What follows belongs to an exercise in optimizing a design on an open flow for small area, a short achievable clock period and few clock cycles; a production flow would make more cautious choices.

==> run E: inputs <==
==> flow/design.v <==
module red_reduce (
    input  wire        clk,
    input  wire        rst,         
    input  wire        in_valid,
    output reg         in_ready,
    input  wire        in_first,    
    input  wire        in_last,     
    input  wire [7:0]  op,
    input  wire [23:0] p0,
    input  wire [23:0] p1,
    input  wire [23:0] a,
    input  wire        a_ok,
    input  wire [23:0] b,
    input  wire        b_ok,
    output reg         out_valid,
    output wire [23:0] r0,
    output wire [23:0] r1,
    output reg         r_ok,
    output reg         nsat,
    output reg         asat
);
    parameter DIV_K = 3;      
    parameter SQ_K  = 2;      
    localparam [2:0] K_SUM   = 3'd0;
    localparam [2:0] K_MEAN  = 3'd1;
    localparam [2:0] K_MIN   = 3'd2;
    localparam [2:0] K_MAX   = 3'd3;
    localparam [2:0] K_COUNT = 3'd4;
    localparam [2:0] K_RMS   = 3'd6;
    localparam [2:0] K_DOT   = 3'd7;
    localparam ND = 48 / DIV_K;    
    localparam NS = 24 / SQ_K;     
    wire take = in_valid && in_ready && !rst;
    reg  [2:0]  kind_v;           
    wire [2:0]  e_kind = in_first ? op[2:0] : kind_v;
    wire        e_dot  = (e_kind == K_DOT);
    wire        e_rms  = (e_kind == K_RMS);
    reg         v1, f1, l1, u1;
    reg  [2:0]  k1;
    reg  [4:0]  sh1;
    reg  [10:0] mv1;
    reg  [23:0] a1, b1;
    always @(posedge clk) begin
        v1 <= take;
        if (take && in_first) kind_v <= op[2:0];
        f1  <= in_first;
        l1  <= in_last;
        u1  <= a_ok && (b_ok || !e_dot);
        k1  <= e_kind;
        sh1 <= p0[4:0];
        mv1 <= (op[2:0] == K_SUM || op[2:0] == K_DOT) ? p1[10:0] : p0[10:0];
        a1  <= a;
        b1  <= e_rms ? a : b;
    end
    localparam [57:0] PB_NEG = 58'h3ff555556000000;    
    reg  [47:0] row [0:12];
    reg  [24:0] mag;
    reg  [25:0] pp;
    reg         bn, b_one, b_two, b_m1;
    integer     i;
    always @(*) begin
        for (i = 0; i < 13; i = i + 1) row[i] = 48'd0;
        for (i = 0; i < 12; i = i + 1) begin
            b_m1  = (i == 0) ? 1'b0 : b1[2*i-1];
            bn    = b1[2*i+1];
            b_one = b1[2*i] ^ b_m1;
            b_two = (b1[2*i+1] & ~b1[2*i] & ~b_m1) | (~b1[2*i+1] & b1[2*i] & b_m1);
            mag   = b_one ? {a1[23], a1} : b_two ? {a1, 1'b0} : 25'd0;
            pp    = bn ? ~{mag[24], mag} : {mag[24], mag};
            row[i] = row[i] | ({22'd0, ~pp[25], pp[24:0]} << (2*i));
            row[i+1] = row[i+1] | ({47'd0, bn} << (2*i));
        end
    end
    function automatic [95:0] csa(input [47:0] x, input [47:0] y, input [47:0] z);
        csa = {((x & y) | (x & z) | (y & z)) << 1, x ^ y ^ z};
    endfunction
    wire [95:0] l1a = csa(row[0], row[1], row[2]);
    wire [95:0] l1b = csa(row[3], row[4], row[5]);
    wire [95:0] l1c = csa(row[6], row[7], row[8]);
    wire [95:0] l1d = csa(row[9], row[10], row[11]);
    wire [95:0] l2a = csa(l1a[47:0], l1a[95:48], l1b[47:0]);
    wire [95:0] l2b = csa(l1b[95:48], l1c[47:0], l1c[95:48]);
    wire [95:0] l2c = csa(l1d[47:0], l1d[95:48], row[12]);
    wire [95:0] l3a = csa(l2a[47:0], l2a[95:48], l2b[47:0]);
    wire [95:0] l3b = csa(l2b[95:48], l2c[47:0], l2c[95:48]);
    wire [95:0] l4a = csa(l3a[47:0], l3a[95:48], l3b[47:0]);
    wire [95:0] l5a = csa(l4a[47:0], l4a[95:48], l3b[95:48]);
    reg         v2, f2, l2, u2;
    reg  [2:0]  k2;
    reg  [4:0]  sh2;
    reg  [10:0] mv2;
    reg  [47:0] ps, pc;           
    reg  [23:0] am;               
    always @(posedge clk) begin
        v2  <= v1 && !rst;
        f2  <= f1;
        l2  <= l1;
        u2  <= u1;
        k2  <= k1;
        sh2 <= sh1;
        mv2 <= mv1;
        ps  <= l5a[47:0];
        pc  <= l5a[95:48];
        am  <= a1;
    end
    reg  signed [57:0] acc;       
    reg  [10:0] cnt;              
    reg  [9:0]  idx;              
    reg  [2:0]  ka;
    reg  [4:0]  sha;
    reg  [10:0] mva;
    reg         full;             
    wire        a_mm     = (k2 == K_MIN) || (k2 == K_MAX);
    wire        a_mul    = (k2 == K_RMS) || (k2 == K_DOT);
    wire [10:0] cnt_base = f2 ? 11'd0 : cnt;
    wire [9:0]  idx_base = f2 ? 10'd0 : idx;
    wire [57:0] acc_base = f2 ? 58'd0 : acc;
    wire signed [23:0] pa   = am;
    wire signed [23:0] best = acc[23:0];
    wire        better = (k2 == K_MIN) ? (pa < best) : (pa > best);
    wire        add_mul = u2 && a_mul;
    wire        add_a   = u2 && !a_mul;
    wire [57:0] acc_sum = acc_base
                        + (add_mul ? {10'd0, ps} : add_a ? {{34{am[23]}}, am} : 58'd0)
                        + (add_mul ? {10'd0, pc} : 58'd0)
                        + (add_mul ? PB_NEG : 58'd0);
    always @(posedge clk) begin
        if (v2) begin
            idx <= idx_base + 10'd1;
            cnt <= cnt_base + {10'd0, u2};
            if (f2) begin
                ka  <= k2;
                sha <= sh2;
                mva <= mv2;
            end
            if (a_mm) begin
                if (u2 && (cnt_base == 11'd0 || better))
                    acc <= {24'd0, idx_base, pa};
            end else begin
                acc <= acc_sum;
            end
        end
    end
    localparam [2:0] P_IDLE = 3'd0;
    localparam [2:0] P_SHR  = 3'd1;    
    localparam [2:0] P_DIV  = 3'd2;
    localparam [2:0] P_RND  = 3'd3;    
    localparam [2:0] P_SQRT = 3'd4;
    localparam [2:0] P_ROOT = 3'd5;
    localparam [2:0] P_NRW  = 3'd6;    
    localparam [2:0] P_OUT  = 3'd7;
    reg  [2:0]  ph;
    reg  [2:0]  fk;               
    reg  [47:0] W;                
    reg  [25:0] X;                
    reg  [23:0] Y;                
    reg  [5:0]  fi;               
    reg         neg;              
    reg  [6:0]  frem;             
    reg  [1:0]  pend;             
    assign r0 = W[23:0];
    assign r1 = {14'd0, W[33:24]};
    wire cap = full && (frem <= 7'd1);
    wire        minv_met = cnt >= ((mva == 11'd0) ? 11'd1 : mva);
    wire        acc_ovf  = !((&acc[57:47]) || !(|acc[57:47]));
    wire [47:0] acc_sat  = acc_ovf ? (acc[57] ? 48'h8000_0000_0000 : 48'h7FFF_FFFF_FFFF) : acc[47:0];
    wire [33:0] acc_abs  = acc[57] ? (34'd0 - acc[33:0]) : acc[33:0];
    wire [4:0]  nshift   = {2'd0, sha[4:2]} + {3'd0, sha[1:0]};    
    reg  [6:0]  F_cyc;
    always @(*) begin
        F_cyc = 7'd1;
        if (minv_met || ka == K_COUNT)
            case (ka)
                K_SUM, K_DOT: F_cyc = {2'd0, nshift} + 7'd2;
                K_MEAN:       F_cyc = ND / 2 + 2;
                K_RMS:        F_cyc = ND + NS + 3;
                default:      F_cyc = 7'd1;
            endcase
    end
    reg  [9:0]  dv_r;
    reg  [47:0] dv_w;
    reg  [10:0] dv_t;
    reg  [11:0] dv_d;
    integer     j;
    always @(*) begin
        dv_r = X[9:0];
        dv_w = W;
        for (j = 0; j < DIV_K; j = j + 1) begin
            dv_t = {dv_r, dv_w[47]};
            dv_d = {1'b0, dv_t} - {1'b0, Y[10:0]};
            dv_w = {dv_w[46:0], !dv_d[11]};
            dv_r = dv_d[11] ? dv_t[9:0] : dv_d[9:0];
        end
    end
    wire [11:0] rnd_d  = {1'b0, X[9:0], 1'b0} - {1'b0, Y[10:0]} - {11'd0, !W[0]};
    wire        div_up = !rnd_d[11];
    reg  [25:0] sq_r;
    reg  [47:0] sq_w;
    reg  [23:0] sq_y;
    reg  [27:0] sq_t;
    reg  [28:0] sq_d;
    always @(*) begin
        sq_r = X;
        sq_w = W;
        sq_y = Y;
        for (j = 0; j < SQ_K; j = j + 1) begin
            sq_t = {sq_r, sq_w[47:46]};
            sq_d = {1'b0, sq_t} - {3'd0, sq_y, 2'b01};
            sq_w = {sq_w[45:0], 2'b00};
            sq_y = {sq_y[22:0], !sq_d[28]};
            sq_r = sq_d[28] ? sq_t[25:0] : sq_d[25:0];
        end
    end
    wire [26:0] rt_d  = {1'b0, X} - {3'd0, Y} - {26'd0, !neg};
    wire        rt_up = !rt_d[26];
    wire        sh4    = X[4:2] != 3'd0;
    wire [47:0] shr_w  = sh4 ? {{4{W[47]}}, W[47:4]} : {W[47], W[47:1]};
    wire        shr_g  = sh4 ? W[3] : W[0];
    wire        shr_s  = X[6] | X[5] | (sh4 ? (|W[2:0]) : 1'b0);
    wire [4:0]  shr_c  = X[4:0] - (sh4 ? 5'd4 : 5'd1);
    wire        n_rnd  = X[5] && (X[6] || W[0]);
    wire        q_in   = (&W[47:23]) || !(|W[47:23]);
    wire        n_hi   = !W[47] && (!q_in || (n_rnd && (&W[22:0])));
    wire        n_lo   = W[47] && !q_in && !(n_rnd && (&W[47:24]) && !W[23] && (&W[22:0]));
    reg  [23:0] inc_a;
    reg         inc_b;
    always @(*) begin
        case (ph)
            P_RND:   begin
                inc_a = neg ? ~W[23:0] : W[23:0];
                inc_b = neg ? !div_up : div_up;
            end
            P_ROOT:  begin inc_a = Y;        inc_b = rt_up; end
            default: begin inc_a = W[23:0];  inc_b = n_rnd; end
        endcase
    end
    wire [24:0] inc = {1'b0, inc_a} + {24'd0, inc_b};
    wire [1:0] pend_n = pend + {1'b0, take && in_last} - {1'b0, cap};
    reg  [6:0] frem_n;
    always @(*) begin
        if (cap)              frem_n = F_cyc;
        else if (frem != 0)   frem_n = frem - 7'd1;
        else                  frem_n = 7'd0;
    end
    always @(posedge clk) begin
        if (rst) begin
            full      <= 1'b0;
            pend      <= 2'd0;
            frem      <= 7'd0;
            ph        <= P_IDLE;
            out_valid <= 1'b0;
            in_ready  <= 1'b1;
        end else begin
            pend      <= pend_n;
            frem      <= frem_n;
            in_ready  <= !((pend_n >= 2'd2) || (pend_n == 2'd1 && frem_n > 7'd3));
            out_valid <= (frem_n == 7'd1);
            if (v2 && l2)
                full <= 1'b1;
            else if (cap)
                full <= 1'b0;
            if (cap)
                ph <= (ka == K_COUNT || !minv_met) ? P_OUT :
                      (ka == K_SUM || ka == K_DOT) ? ((sha == 5'd0) ? P_NRW : P_SHR) :
                      (ka == K_MEAN || ka == K_RMS) ? P_DIV : P_OUT;
            else
                case (ph)
                    P_SHR:  if (shr_c == 5'd0) ph <= P_NRW;
                    P_DIV:  if (fi == 6'd0) ph <= P_RND;
                    P_RND:  ph <= (fk == K_MEAN) ? P_OUT : P_SQRT;
                    P_SQRT: if (fi == 6'd0) ph <= P_ROOT;
                    P_NRW, P_ROOT: ph <= P_OUT;
                    default: ;
                endcase
        end
    end
    always @(posedge clk) begin
        if (cap) begin
            fk    <= ka;
            r_ok  <= 1'b0;
            nsat  <= 1'b0;
            asat  <= 1'b0;
            W     <= 48'd0;
            if (ka == K_COUNT) begin
                W    <= {37'd0, cnt};
                r_ok <= 1'b1;
            end else if (minv_met) begin
                case (ka)
                    K_MIN, K_MAX: begin
                        W    <= {14'd0, acc[33:0]};
                        r_ok <= 1'b1;
                    end
                    K_SUM, K_DOT: begin
                        W    <= acc_sat;
                        asat <= acc_ovf;
                        X    <= {19'd0, 2'b00, sha};
                    end
                    K_MEAN: begin
                        neg  <= acc[57];
                        W    <= {acc_abs[23:0], 24'd0};
                        X    <= {16'd0, acc_abs[33:24]};
                        Y    <= {13'd0, cnt};
                        fi   <= ND / 2 - 1;
                    end
                    default: begin    
                        W    <= acc[47:0];
                        X    <= {16'd0, acc[57:48]};
                        Y    <= {13'd0, cnt};
                        fi   <= ND - 1;
                    end
                endcase
            end
        end else begin
            case (ph)
                P_SHR: begin
                    W <= shr_w;
                    X <= {19'd0, shr_s, shr_g, shr_c};
                end
                P_NRW: begin
                    r_ok <= 1'b1;
                    nsat <= n_hi || n_lo;
                    W    <= {24'd0, n_hi ? 24'h7FFFFF : n_lo ? 24'h800000 : inc[23:0]};
                end
                P_DIV: begin
                    W  <= dv_w;
                    X  <= {16'd0, dv_r};
                    fi <= fi - 6'd1;
                end
                P_RND: begin
                    if (fk == K_MEAN) begin
                        r_ok <= 1'b1;
                        W    <= {24'd0, inc[23:0]};
                    end else begin
                        neg <= div_up;
                        X   <= 26'd0;
                        Y   <= 24'd0;
                        fi  <= NS - 1;
                    end
                end
                P_SQRT: begin
                    W  <= sq_w;
                    X  <= sq_r;
                    Y  <= sq_y;
                    fi <= fi - 6'd1;
                end
                P_ROOT: begin
                    r_ok <= 1'b1;
                    if (inc[24] || inc[23]) begin
                        W    <= {24'd0, 24'h7FFFFF};
                        nsat <= 1'b1;
                    end else begin
                        W    <= {24'd0, inc[23:0]};
                    end
                end
                default: ;
            endcase
        end
    end
    always @(posedge clk)
        if (!rst && v2 && f2 && full && !cap)
            $display("ERROR: accumulator overwritten before finishing took it");
endmodule
==> flow/run.sh <==
#!/bin/bash
# synth_recipe.tcl (not shown) runs the flow's synth.tcl, then flattens the netlist and writes it again
# the make line also repeats each setting of config.mk as NAME=value (left out here)
make -C /OpenROAD-flow-scripts/flow DESIGN_CONFIG=/design/flow/config.mk WORK_HOME=/design/flow/orfs CLKGATE_MAP_FILE= SYNTH_SCRIPT=/design/flow/synth_recipe.tcl finish
==> flow/config.mk <==
export PLATFORM = sky130hd
export DESIGN_NAME = red_reduce
export DESIGN_NICKNAME = red_reduce
export VERILOG_FILES = /design/flow/design.v
export SDC_FILE = /design/flow/constraint.sdc
export NUM_CORES = 4
export LEC_CHECK = 0
export ABC_CLOCK_PERIOD_IN_PS = 3500
export CAP_MARGIN = 20
export CORE_MARGIN = 2
export CORE_UTILIZATION = 40
export SLEW_MARGIN = 20
==> flow/constraint.sdc <==
create_clock -name core_clock -period 14.0 [get_ports {clk}]
set_input_delay 2.8000 -clock core_clock [delete_from_list [all_inputs] [get_ports {clk}]]
set_output_delay 2.8000 -clock core_clock [all_outputs]
set_load 0.01 [all_outputs]
==> run K (differences from run E) <==
--- a/flow/design.v
+++ b/flow/design.v
@@ -20,6 +20,4 @@
     output reg         asat
 );
-    parameter DIV_K = 3;      
-    parameter SQ_K  = 2;      
     localparam [2:0] K_SUM   = 3'd0;
     localparam [2:0] K_MEAN  = 3'd1;
@@ -29,6 +27,4 @@
     localparam [2:0] K_RMS   = 3'd6;
     localparam [2:0] K_DOT   = 3'd7;
-    localparam ND = 48 / DIV_K;    
-    localparam NS = 24 / SQ_K;     
     wire take = in_valid && in_ready && !rst;
     reg  [2:0]  kind_v;           
@@ -146,5 +142,5 @@
     localparam [2:0] P_DIV  = 3'd2;
     localparam [2:0] P_RND  = 3'd3;    
-    localparam [2:0] P_SQRT = 3'd4;
+    localparam [2:0] P_SQL  = 3'd4;    
     localparam [2:0] P_ROOT = 3'd5;
     localparam [2:0] P_NRW  = 3'd6;    
@@ -153,7 +149,10 @@
     reg  [2:0]  fk;               
     reg  [47:0] W;                
+    reg  [9:0]  R;                
+    reg  [10:0] C;                
     reg  [25:0] X;                
     reg  [23:0] Y;                
-    reg  [5:0]  fi;               
+    reg  [4:0]  fi;               
+    reg         sq_en;            
     reg         neg;              
     reg  [6:0]  frem;             
@@ -173,6 +172,6 @@
             case (ka)
                 K_SUM, K_DOT: F_cyc = {2'd0, nshift} + 7'd2;
-                K_MEAN:       F_cyc = ND / 2 + 2;
-                K_RMS:        F_cyc = ND + NS + 3;
+                K_MEAN:       F_cyc = 7'd14;
+                K_RMS:        F_cyc = 7'd27;
                 default:      F_cyc = 7'd1;
             endcase
@@ -184,32 +183,19 @@
     integer     j;
     always @(*) begin
-        dv_r = X[9:0];
+        dv_r = R;
         dv_w = W;
-        for (j = 0; j < DIV_K; j = j + 1) begin
+        for (j = 0; j < 2; j = j + 1) begin
             dv_t = {dv_r, dv_w[47]};
-            dv_d = {1'b0, dv_t} - {1'b0, Y[10:0]};
+            dv_d = {1'b0, dv_t} - {1'b0, C};
             dv_w = {dv_w[46:0], !dv_d[11]};
             dv_r = dv_d[11] ? dv_t[9:0] : dv_d[9:0];
         end
     end
-    wire [11:0] rnd_d  = {1'b0, X[9:0], 1'b0} - {1'b0, Y[10:0]} - {11'd0, !W[0]};
+    wire [11:0] rnd_d  = {1'b0, R, 1'b0} - {1'b0, C} - {11'd0, !W[0]};
     wire        div_up = !rnd_d[11];
-    reg  [25:0] sq_r;
-    reg  [47:0] sq_w;
-    reg  [23:0] sq_y;
-    reg  [27:0] sq_t;
-    reg  [28:0] sq_d;
-    always @(*) begin
-        sq_r = X;
-        sq_w = W;
-        sq_y = Y;
-        for (j = 0; j < SQ_K; j = j + 1) begin
-            sq_t = {sq_r, sq_w[47:46]};
-            sq_d = {1'b0, sq_t} - {3'd0, sq_y, 2'b01};
-            sq_w = {sq_w[45:0], 2'b00};
-            sq_y = {sq_y[22:0], !sq_d[28]};
-            sq_r = sq_d[28] ? sq_t[25:0] : sq_d[25:0];
-        end
-    end
+    wire [27:0] sq_t = {X, W[1:0]};
+    wire [28:0] sq_d = {1'b0, sq_t} - {3'd0, Y, 2'b01};
+    wire [25:0] sq_r = sq_d[28] ? sq_t[25:0] : sq_d[25:0];
+    wire [23:0] sq_y = {Y[22:0], !sq_d[28]};
     wire [26:0] rt_d  = {1'b0, X} - {3'd0, Y} - {26'd0, !neg};
     wire        rt_up = !rt_d[26];
@@ -267,8 +253,7 @@
                 case (ph)
                     P_SHR:  if (shr_c == 5'd0) ph <= P_NRW;
-                    P_DIV:  if (fi == 6'd0) ph <= P_RND;
-                    P_RND:  ph <= (fk == K_MEAN) ? P_OUT : P_SQRT;
-                    P_SQRT: if (fi == 6'd0) ph <= P_ROOT;
-                    P_NRW, P_ROOT: ph <= P_OUT;
+                    P_DIV:  if (fi == 5'd0) ph <= (fk == K_MEAN) ? P_RND : P_SQL;
+                    P_SQL:  ph <= P_ROOT;
+                    P_NRW, P_RND, P_ROOT: ph <= P_OUT;
                     default: ;
                 endcase
@@ -278,4 +263,5 @@
         if (cap) begin
             fk    <= ka;
+            sq_en <= 1'b0;
             r_ok  <= 1'b0;
             nsat  <= 1'b0;
@@ -299,13 +285,15 @@
                         neg  <= acc[57];
                         W    <= {acc_abs[23:0], 24'd0};
-                        X    <= {16'd0, acc_abs[33:24]};
-                        Y    <= {13'd0, cnt};
-                        fi   <= ND / 2 - 1;
+                        R    <= acc_abs[33:24];
+                        C    <= cnt;
+                        fi   <= 5'd11;
                     end
                     default: begin    
                         W    <= acc[47:0];
-                        X    <= {16'd0, acc[57:48]};
-                        Y    <= {13'd0, cnt};
-                        fi   <= ND - 1;
+                        R    <= acc[57:48];
+                        C    <= cnt;
+                        X    <= 26'd0;
+                        Y    <= 24'd0;
+                        fi   <= 5'd23;
                     end
                 endcase
@@ -323,24 +311,21 @@
                 end
                 P_DIV: begin
-                    W  <= dv_w;
-                    X  <= {16'd0, dv_r};
-                    fi <= fi - 6'd1;
-                end
-                P_RND: begin
-                    if (fk == K_MEAN) begin
-                        r_ok <= 1'b1;
-                        W    <= {24'd0, inc[23:0]};
-                    end else begin
-                        neg <= div_up;
-                        X   <= 26'd0;
-                        Y   <= 24'd0;
-                        fi  <= NS - 1;
+                    W     <= dv_w;
+                    R     <= dv_r;
+                    fi    <= fi - 5'd1;
+                    sq_en <= 1'b1;
+                    if (sq_en) begin
+                        X <= sq_r;
+                        Y <= sq_y;
                     end
                 end
-                P_SQRT: begin
-                    W  <= sq_w;
-                    X  <= sq_r;
-                    Y  <= sq_y;
-                    fi <= fi - 6'd1;
+                P_SQL: begin
+                    X   <= sq_r;
+                    Y   <= sq_y;
+                    neg <= div_up;
+                end
+                P_RND: begin
+                    r_ok <= 1'b1;
+                    W    <= {24'd0, inc[23:0]};
                 end
                 P_ROOT: begin
--- a/flow/config.mk
+++ b/flow/config.mk
@@ -6,5 +6,4 @@
 export NUM_CORES = 4
 export LEC_CHECK = 0
-export ABC_CLOCK_PERIOD_IN_PS = 3500
 export CAP_MARGIN = 20
 export CORE_MARGIN = 2
==> summary of the runs <==
Run K finished clean. Run E completed with no timing, DRC or antenna violations. Against run K, the critical path depth of run E is higher by 10. Against run K, the sequential share of layout area of run E is lower by 2.0 points. Between run E and run K, the lower clock skew is in run E (gap 6.0 ps). Cell count: run E is larger than run K (5.2%). Of run K and run E, run K has the higher utilization (gap 0.32 points). Between run K and run E, the lower first-iteration DRC count is in run K (gap 8.3%, measured against run E). Against run E, the setup slack of run K is higher by 1900 ps. Synthesized cell count: run E is larger than run K (about 6%). In run E the non-clock buffer count is higher than in run K, by 5.
No functional check of the RTL was part of any run of this note.

[afterwards: timing with drivers on the ports]
How much do the figures lean on ideal ports? The routed layouts below were timed once more, with nothing changed but the port constraints.
Step 1 assumes that a clkbuf_16 drives the clock port and a buf_2 every other input.
Step 2 times the ports against the registers' clock, not the clock port: input delays grow and output delays shrink by t, the midpoint of the rising clock arrivals with the driver on.
Slacks: ideal / step 1 / step 2; pairs: ideal / step 1.
run | t (ns) | slack for setup (ns) | slew at the worst register clock pin (ns)
run E | 0.738 | 6.128 / 6.128 / 6.128 | 0.07 / 0.07
run K | 0.732 | 7.999 / 7.999 / 7.999 | 0.08 / 0.08
After both steps every run listed still meets setup and hold.
